What follows belongs to an exercise in optimizing a design on an open flow for small area, a short achievable clock period and few clock cycles; a production flow would make more cautious choices. At most, simulation tests tie the RTL to the original design; equivalence was not proved.

==> flow/design.v <==
module r48_round (
    input  wire               sign,
    input  wire signed [13:0] exp,      
    input  wire        [36:0] mant,     
    input  wire               guard,
    input  wire               sticky,
    output reg         [47:0] result,
    output reg                ovf
);
    wire        round_up = guard & (sticky | mant[0]);
    wire [37:0] sum      = {1'b0, mant} + {37'd0, round_up};
    wire signed [13:0] exp_r = sum[37] ? exp + 14'sd1 : exp;
    wire [35:0] frac     = sum[37] ? 36'd0 : sum[35:0];
    wire signed [13:0] biased = exp_r + 14'sd1023;
    always @* begin
        ovf = 1'b0;
        if (exp_r < -14'sd1022) begin
            result = {sign, 47'd0};
        end else if (exp_r > 14'sd1023) begin
            result = {sign, 11'h7FF, 36'd0};
            ovf    = 1'b1;
        end else begin
            result = {sign, biased[10:0], frac};
        end
    end
endmodule
module r48_divsqrt_core #(
    parameter integer K  = 3,
    parameter integer S  = 39,
    parameter integer CW = 4
) (
    input  wire          sqrt,
    input  wire [CW-1:0] cnt,
    input  wire [S:0]    rem,
    input  wire [S-1:0]  quo,
    input  wire [36:0]   dvs,
    output wire [S:0]    rem_nx,
    output wire [S-1:0]  quo_nx
);
    wire [S:0] dvs_u = {1'b0, dvs, {(S-37){1'b0}}};
    wire [S:0]   r [0:K];
    wire [S-1:0] q [0:K];
    assign r[0] = rem;
    assign q[0] = quo;
    genvar t, b;
    generate
        for (t = 0; t < K; t = t + 1) begin : g_step
            wire [S-1:0] m;
            for (b = 0; b < S; b = b + 1) begin : g_m
                if ((S - 1 - b) % K == t)
                    assign m[b] = (cnt == (S - 1 - b) / K);
                else
                    assign m[b] = 1'b0;
            end
            r48_step #(.S(S)) u_step (
                .sqrt(sqrt), .m(m), .dvs(dvs_u),
                .rem(r[t]), .quo(q[t]),
                .rem_nx(r[t+1]), .quo_nx(q[t+1])
            );
        end
    endgenerate
    assign rem_nx = r[K];
    assign quo_nx = q[K];
endmodule
module r48_step #(
    parameter integer S = 39
) (
    input  wire         sqrt,
    input  wire [S-1:0] m,         
    input  wire [S:0]   dvs,       
    input  wire [S:0]   rem,
    input  wire [S-1:0] quo,
    output wire [S:0]   rem_nx,
    output wire [S-1:0] quo_nx
);
    wire [S:0]   trial = sqrt ? ({quo, 1'b0} | {1'b0, m}) : dvs;
    wire [S+2:0] diff  = {1'b0, rem, 1'b0} - {2'b00, trial};
    wire         fits  = !diff[S+2];
    assign rem_nx = fits ? diff[S:0] : {rem[S-1:0], 1'b0};
    assign quo_nx = fits ? (quo | m) : quo;
endmodule
module real48_divsqrt (
    input  wire        clk,
    input  wire        rst,
    input  wire        in_valid,
    output wire        in_ready,
    input  wire        in_op,        
    input  wire [47:0] in_a,
    input  wire [47:0] in_b,
    output reg         out_valid,
    output reg  [47:0] out_result,
    output reg         out_ovf,
    output reg         out_finv,
    output reg         out_fdz
);
    localparam integer K  = 3;           
    localparam integer S  = 39;          
    localparam integer NC = S / K;       
    localparam integer CW = 4;           
    reg busy;                            
    reg fin;                             
    assign in_ready = !busy;
    wire accept = in_valid && !busy && !rst;
    wire        sa = in_a[47];
    wire        sb = in_b[47];
    wire [10:0] ea = in_a[46:36];
    wire [10:0] eb = in_b[46:36];
    wire        fa_nz  = (in_a[35:0] != 36'd0);
    wire        fb_nz  = (in_b[35:0] != 36'd0);
    wire        a_max  = (ea == 11'h7FF);
    wire        b_max  = (eb == 11'h7FF);
    wire        a_nan  = a_max && fa_nz;
    wire        b_nan  = b_max && fb_nz;
    wire        a_inf  = a_max && !fa_nz;
    wire        b_inf  = b_max && !fb_nz;
    wire        a_zero = (ea == 11'd0);
    wire        b_zero = (eb == 11'd0);
    wire        sq     = sa ^ sb;
    reg       spec;
    reg [1:0] spec_kind;
    reg       spec_sign, spec_fdz;
    always @* begin
        spec      = 1'b1;
        spec_kind = 2'd0;
        spec_sign = sq;
        spec_fdz  = 1'b0;
        if (!in_op) begin
            if (a_nan || b_nan || (a_zero && b_zero) || (a_inf && b_inf))
                spec_kind = 2'd2;
            else if (a_inf)  spec_kind = 2'd1;
            else if (b_inf)  spec_kind = 2'd0;
            else if (b_zero) begin spec_kind = 2'd1; spec_fdz = 1'b1; end
            else if (a_zero) spec_kind = 2'd0;
            else             spec = 1'b0;
        end else begin
            spec_sign = sa;
            if (a_nan || (sa && !a_zero)) spec_kind = 2'd2;
            else if (a_zero)              spec_kind = 2'd0;
            else if (a_inf)               spec_kind = 2'd1;
            else                          spec = 1'b0;
        end
    end
    reg       spec_q;
    reg [1:0] kind_q;
    reg       ssign_q, sfdz_q;
    reg               op_q;
    reg               sign_q;
    reg signed [13:0] exp_q;
    reg        [S:0]  rem_q;
    reg      [S-1:0]  quo_q;
    reg       [36:0]  div_q;
    reg     [CW-1:0]  cnt;
    wire signed [12:0] p    = $signed({2'b00, ea}) - 13'sd1059;
    wire signed [12:0] p_ev = p - {12'd0, p[0]};
    wire        [36:0] m_a  = {1'b1, in_a[35:0]};
    wire [S:0] rem_init = (in_op && p[0]) ? ({{(S-37){1'b0}}, m_a} << (S-37))
                                          : ({{(S-37){1'b0}}, m_a} << (S-38));
    wire [S:0]   rem_nx;
    wire [S-1:0] quo_nx;
    r48_divsqrt_core #(.K(K), .S(S), .CW(CW)) u_core (
        .sqrt(op_q), .cnt(cnt), .rem(rem_q), .quo(quo_q), .dvs(div_q),
        .rem_nx(rem_nx), .quo_nx(quo_nx)
    );
    wire        sel = quo_q[S-1];
    wire [36:0] r_mant  = sel ? quo_q[S-1:S-37] : quo_q[S-2:S-38];
    wire        r_guard = sel ? quo_q[S-38] : quo_q[S-39];
    wire        r_sticky = (rem_q != {(S+1){1'b0}}) | (sel & quo_q[S-39]);
    wire signed [13:0] r_exp = sel ? exp_q : exp_q - 14'sd1;
    wire [47:0] rnd_res;
    wire        rnd_ovf;
    r48_round u_round (
        .sign(sign_q), .exp(r_exp), .mant(r_mant),
        .guard(r_guard), .sticky(r_sticky),
        .result(rnd_res), .ovf(rnd_ovf)
    );
    always @(posedge clk) begin
        if (rst) begin
            busy      <= 1'b0;
            fin       <= 1'b0;
            spec_q    <= 1'b0;
            out_valid <= 1'b0;
        end else begin
            out_valid <= fin | spec_q;
            fin       <= busy && (cnt == NC - 1);
            spec_q    <= accept && spec;
            if (accept && !spec) busy <= 1'b1;
            else if (cnt == NC - 1) busy <= 1'b0;
        end
        if (fin) begin
            out_result <= rnd_res;
            out_ovf    <= rnd_ovf;
            out_finv   <= 1'b0;
            out_fdz    <= 1'b0;
        end else begin
            out_result <= (kind_q == 2'd2) ? 48'h7FF8_0000_0000 :
                          {ssign_q, {11{kind_q[0]}}, 36'd0};
            out_ovf    <= 1'b0;
            out_finv   <= kind_q[1];
            out_fdz    <= sfdz_q;
        end
        if (accept) begin
            kind_q  <= spec_kind;
            ssign_q <= spec_sign;
            sfdz_q  <= spec_fdz;
            op_q    <= in_op;
            sign_q  <= in_op ? 1'b0 : sq;
            exp_q   <= in_op ? 14'sd18 + (p_ev >>> 1)
                             : $signed({3'b000, ea}) - $signed({3'b000, eb});
            rem_q   <= rem_init;
            quo_q   <= {S{1'b0}};
            div_q   <= {1'b1, in_b[35:0]};
            cnt     <= {CW{1'b0}};
        end else if (busy) begin
            rem_q   <= rem_nx;
            quo_q   <= quo_nx;
            cnt     <= cnt + 1'b1;
        end
    end
endmodule
make LEC_CHECK=0 CAP_MARGIN=20 CORE_MARGIN=2 CORE_UTILIZATION=40 SLEW_MARGIN=20 finish   # period 10.0 ns
run.sh (not shown) runs the stock make flow with config.mk's settings and CLKGATE_MAP_FILE= SYNTH_SCRIPT=/design/flow/synth_recipe.tcl, a recipe that flattens the netlist after the stock synthesis.
Edit:
--- a/flow/design.v
+++ b/flow/design.v
@@ -94,8 +94,8 @@
     output reg         out_fdz
 );
-    localparam integer K  = 3;           
-    localparam integer S  = 39;          
+    localparam integer K  = 2;           
+    localparam integer S  = 40;          
     localparam integer NC = S / K;       
-    localparam integer CW = 4;           
+    localparam integer CW = 5;           
     reg busy;                            
     reg fin;                             
=>
- The new run completed with no timing, DRC or antenna violations
- die area drops by 10%
- worst hold slack gains 40 ps
- via count drops by 15%
- final area drops by 17%
- sequential cell count climbs by 3
- non-clock buffer count drops by 199
- synthesized cell count drops by 12%
- cell count drops by 17%
- setup slack gains 970 ps
Function was not checked in any run of this note: the RTL went through the layout flow alone.

* * *

run A:
Another version of the RTL of real48_divsqrt (not shown whole).
Size in the first run: roughly 2600 cells after synthesis, ~220 flip-flops, ~150 I/O pins, ~0.020 sq mm of cells after synthesis.
==> module real48_divsqrt, before the edit <==
module real48_divsqrt (
    input  wire        clk,
    input  wire        rst,
    input  wire        in_valid,
    output wire        in_ready,
    input  wire        in_op,        
    input  wire [47:0] in_a,
    input  wire [47:0] in_b,
    output reg         out_valid,
    output wire [47:0] out_result,
    output wire        out_ovf,
    output wire        out_finv,
    output wire        out_fdz
);
    localparam integer K  = 3;           
    localparam integer S  = 39;          
    localparam integer NC = S / K;       
    reg          busy;                   
    reg [NC-1:0] ph;                     
    reg [NC-1:0] phs;                    
    wire         last = ph[NC-1];
    assign in_ready = !busy || last;
    wire accept = in_valid && in_ready && !rst;
    wire        sa = in_a[47];
    wire        sb = in_b[47];
    wire [10:0] ea = in_a[46:36];
    wire [10:0] eb = in_b[46:36];
    wire        fa_nz  = (in_a[35:0] != 36'd0);
    wire        fb_nz  = (in_b[35:0] != 36'd0);
    wire        a_max  = (ea == 11'h7FF);
    wire        b_max  = (eb == 11'h7FF);
    wire        a_nan  = a_max && fa_nz;
    wire        b_nan  = b_max && fb_nz;
    wire        a_inf  = a_max && !fa_nz;
    wire        b_inf  = b_max && !fb_nz;
    wire        a_zero = (ea == 11'd0);
    wire        b_zero = (eb == 11'd0);
    wire        sq     = sa ^ sb;
    reg       spec;
    reg [1:0] spec_kind;
    reg       spec_sign, spec_fdz;
    always @* begin
        spec      = 1'b1;
        spec_kind = 2'd0;
        spec_sign = sq;
        spec_fdz  = 1'b0;
        if (!in_op) begin
            if (a_nan || b_nan || (a_zero && b_zero) || (a_inf && b_inf))
                spec_kind = 2'd2;
            else if (a_inf)  spec_kind = 2'd1;
            else if (b_inf)  spec_kind = 2'd0;
            else if (b_zero) begin spec_kind = 2'd1; spec_fdz = 1'b1; end
            else if (a_zero) spec_kind = 2'd0;
            else             spec = 1'b0;
        end else begin
            spec_sign = sa;
            if (a_nan || (sa && !a_zero)) spec_kind = 2'd2;
            else if (a_zero)              spec_kind = 2'd0;
            else if (a_inf)               spec_kind = 2'd1;
            else                          spec = 1'b0;
        end
    end
    reg       spec_q;
    reg [1:0] kind_q;
    reg       fdz_q;
    reg               op_q;
    reg               sign_q;
    reg signed [13:0] exp_q;
    reg        [S:0]  rem_q;
    reg      [S-1:0]  quo_q;
    reg        [S:0]  div_q;             
    wire signed [13:0] p    = $signed({3'b000, ea}) - 14'sd1059;
    wire signed [13:0] p_ev = p - {13'd0, p[0]};
    wire        [36:0] m_a  = {1'b1, in_a[35:0]};
    wire [S:0] rem_init = (in_op && p[0]) ? ({{(S-37){1'b0}}, m_a} << (S-37))
                                          : ({{(S-37){1'b0}}, m_a} << (S-38));
    wire [S:0]   rem_nx;
    wire [S-1:0] quo_nx;
    wire         rem_eq, rem_nz;
    wire [S:0]   dvs_nx;
    r48_divsqrt_core #(.K(K), .S(S)) u_core (
        .ph(ph), .phs(phs), .rem(rem_q), .quo(quo_q), .dvs(div_q),
        .rem_nx(rem_nx), .quo_nx(quo_nx), .rem_eq(rem_eq), .rem_nz(rem_nz), .dvs_nx(dvs_nx)
    );
    reg               o_spec;
    reg [1:0]         o_kind;
    reg               o_fdz;
    reg               o_sign;
    reg signed [13:0] o_exp;
    reg      [S-1:0]  o_quo;
    reg               o_rem_eq, o_rem_nz;
    wire        sel = o_quo[S-1];
    wire [36:0] r_mant   = sel ? o_quo[S-1:S-37] : o_quo[S-2:S-38];
    wire        r_guard  = sel ? o_quo[S-38] : o_quo[S-39];
    wire        r_sticky = (o_quo[0] ? !o_rem_eq : o_rem_nz) | (sel & o_quo[S-39]);
    wire signed [13:0] r_exp = sel ? o_exp : o_exp - 14'sd1;
    wire [47:0] rnd_res;
    wire        rnd_ovf;
    r48_round u_round (
        .sign(o_sign), .exp(r_exp), .mant(r_mant),
        .guard(r_guard), .sticky(r_sticky),
        .result(rnd_res), .ovf(rnd_ovf)
    );
    assign out_result = !o_spec ? rnd_res :
                        (o_kind == 2'd2) ? 48'h7FF8_0000_0000 :
                        {o_sign, {11{o_kind[0]}}, 36'd0};
    assign out_ovf    = !o_spec && rnd_ovf;
    assign out_finv   = o_spec && o_kind[1];
    assign out_fdz    = o_spec && o_fdz;
    wire done = busy && last;
    always @(posedge clk) begin
        if (rst) begin
            busy      <= 1'b0;
            spec_q    <= 1'b0;
            out_valid <= 1'b0;
        end else begin
            out_valid <= done | spec_q;
            spec_q    <= accept && spec;
            if (accept && !spec) busy <= 1'b1;
            else if (last)       busy <= 1'b0;
        end
        if (done) begin
            o_spec   <= 1'b0;
            o_sign   <= sign_q;
            o_exp    <= exp_q;
            o_quo    <= quo_nx;
            o_rem_eq <= rem_eq;
            o_rem_nz <= rem_nz;
        end else begin
            o_spec   <= 1'b1;
            o_sign   <= sign_q;
            o_kind   <= kind_q;
            o_fdz    <= fdz_q;
        end
        if (accept) begin
            kind_q  <= spec_kind;
            fdz_q   <= spec_fdz;
            op_q    <= in_op;
            sign_q  <= in_op && !spec ? 1'b0 : spec_sign;
            exp_q   <= in_op ? 14'sd18 + (p_ev >>> 1)
                             : $signed({3'b000, ea}) - $signed({3'b000, eb});
            rem_q   <= rem_init;
            quo_q   <= {S{1'b0}};
            div_q   <= in_op ? {(S+1){1'b0}} : {1'b0, 1'b1, in_b[35:0], {(S-37){1'b0}}};
            ph      <= {{(NC-1){1'b0}}, 1'b1};
            phs     <= {{(NC-1){1'b0}}, in_op};
        end else if (busy) begin
            rem_q   <= rem_nx;
            quo_q   <= quo_nx;
            div_q   <= dvs_nx;
            ph      <= {ph[NC-2:0], 1'b0};
            phs     <= {phs[NC-2:0], 1'b0};
        end
    end
endmodule
clock: 10.0 ns
lec_check: 0
cap_margin: 20
core_margin: 2
core_utilization: 40
slew_margin: 20
--- input diff run A..run B ---
--- a/flow/design.v
+++ b/flow/design.v
@@ -163,7 +163,6 @@
     reg       spec_q;
     reg [1:0] kind_q;
     reg       fdz_q;
-    reg               op_q;
     reg               sign_q;
     reg signed [13:0] exp_q;
     reg        [S:0]  rem_q;
@@ -219,32 +218,28 @@
             if (accept && !spec) busy <= 1'b1;
             else if (last)       busy <= 1'b0;
         end
-        if (done) begin
-            o_spec   <= 1'b0;
-            o_sign   <= sign_q;
-            o_exp    <= exp_q;
-            o_quo    <= quo_nx;
-            o_rem_eq <= rem_eq;
-            o_rem_nz <= rem_nz;
-        end else begin
-            o_spec   <= 1'b1;
-            o_sign   <= sign_q;
-            o_kind   <= kind_q;
-            o_fdz    <= fdz_q;
-        end
+        o_spec   <= !done;
+        o_sign   <= sign_q;
+        o_kind   <= kind_q;
+        o_fdz    <= fdz_q;
+        o_exp    <= exp_q;
+        o_quo    <= quo_nx;
+        o_rem_eq <= rem_eq;
+        o_rem_nz <= rem_nz;
         if (accept) begin
             kind_q  <= spec_kind;
             fdz_q   <= spec_fdz;
-            op_q    <= in_op;
             sign_q  <= in_op && !spec ? 1'b0 : spec_sign;
             exp_q   <= in_op ? 14'sd18 + (p_ev >>> 1)
                              : $signed({3'b000, ea}) - $signed({3'b000, eb});
+        end
+        if (accept) begin
             rem_q   <= rem_init;
             quo_q   <= {S{1'b0}};
             div_q   <= in_op ? {(S+1){1'b0}} : {1'b0, 1'b1, in_b[35:0], {(S-37){1'b0}}};
             ph      <= {{(NC-1){1'b0}}, 1'b1};
             phs     <= {{(NC-1){1'b0}}, in_op};
-        end else if (busy) begin
+        end else begin
             rem_q   <= rem_nx;
             quo_q   <= quo_nx;
             div_q   <= dvs_nx;
Run B has completed all stages; timing, DRC and antenna checks passed.
Measured against each other, run A and run B differ in worst hold slack, the lower figure coming from run B.
Compared to run A, run B leaves more free space in the core.
In the tables for run A and run B, number of diodes reads higher with run B.
Status: count of cells resized by post-cts repair parity (run B, run A)
In run B relative to run A, final area had gone down by more than 10%.
Testbench counts of run B, summed over its fixed seeds: cycles 39,852.
For run A, only the layout was checked, not whether the RTL still works.

-- port drivers added, routing unchanged --
How much do the figures lean on ideal ports? The routed layouts below were timed once more, with nothing changed but the port constraints.
Step 1 assumes that a clkbuf_16 drives the clock port and a buf_2 every other input.
Step 2 adds t to the input delays and takes it off the output delays; t is the mean of the earliest and latest rising clock arrival at the registers after step 1. Input paths then give back, and output paths get back, about the clock's delay inside the block.
a / b / c = ideal / step 1 / step 2; a / b = the first two.
run | shift t [ns] | setup WS [ns] | worst data-port slew with drivers (ns)
the first run of note 1 | 0.564 | 0.439 / 0.439 / 0.439 | 0.06
the second run of note 1 | 0.506 | 1.407 / 1.407 / 1.407 | 0.05
run A | 0.623 | 0.578 / 0.535 / 0.578 | 0.05
run B | 0.598 | 0.613 / 0.613 / 0.613 | 0.10
After both steps every run listed still meets setup and hold.
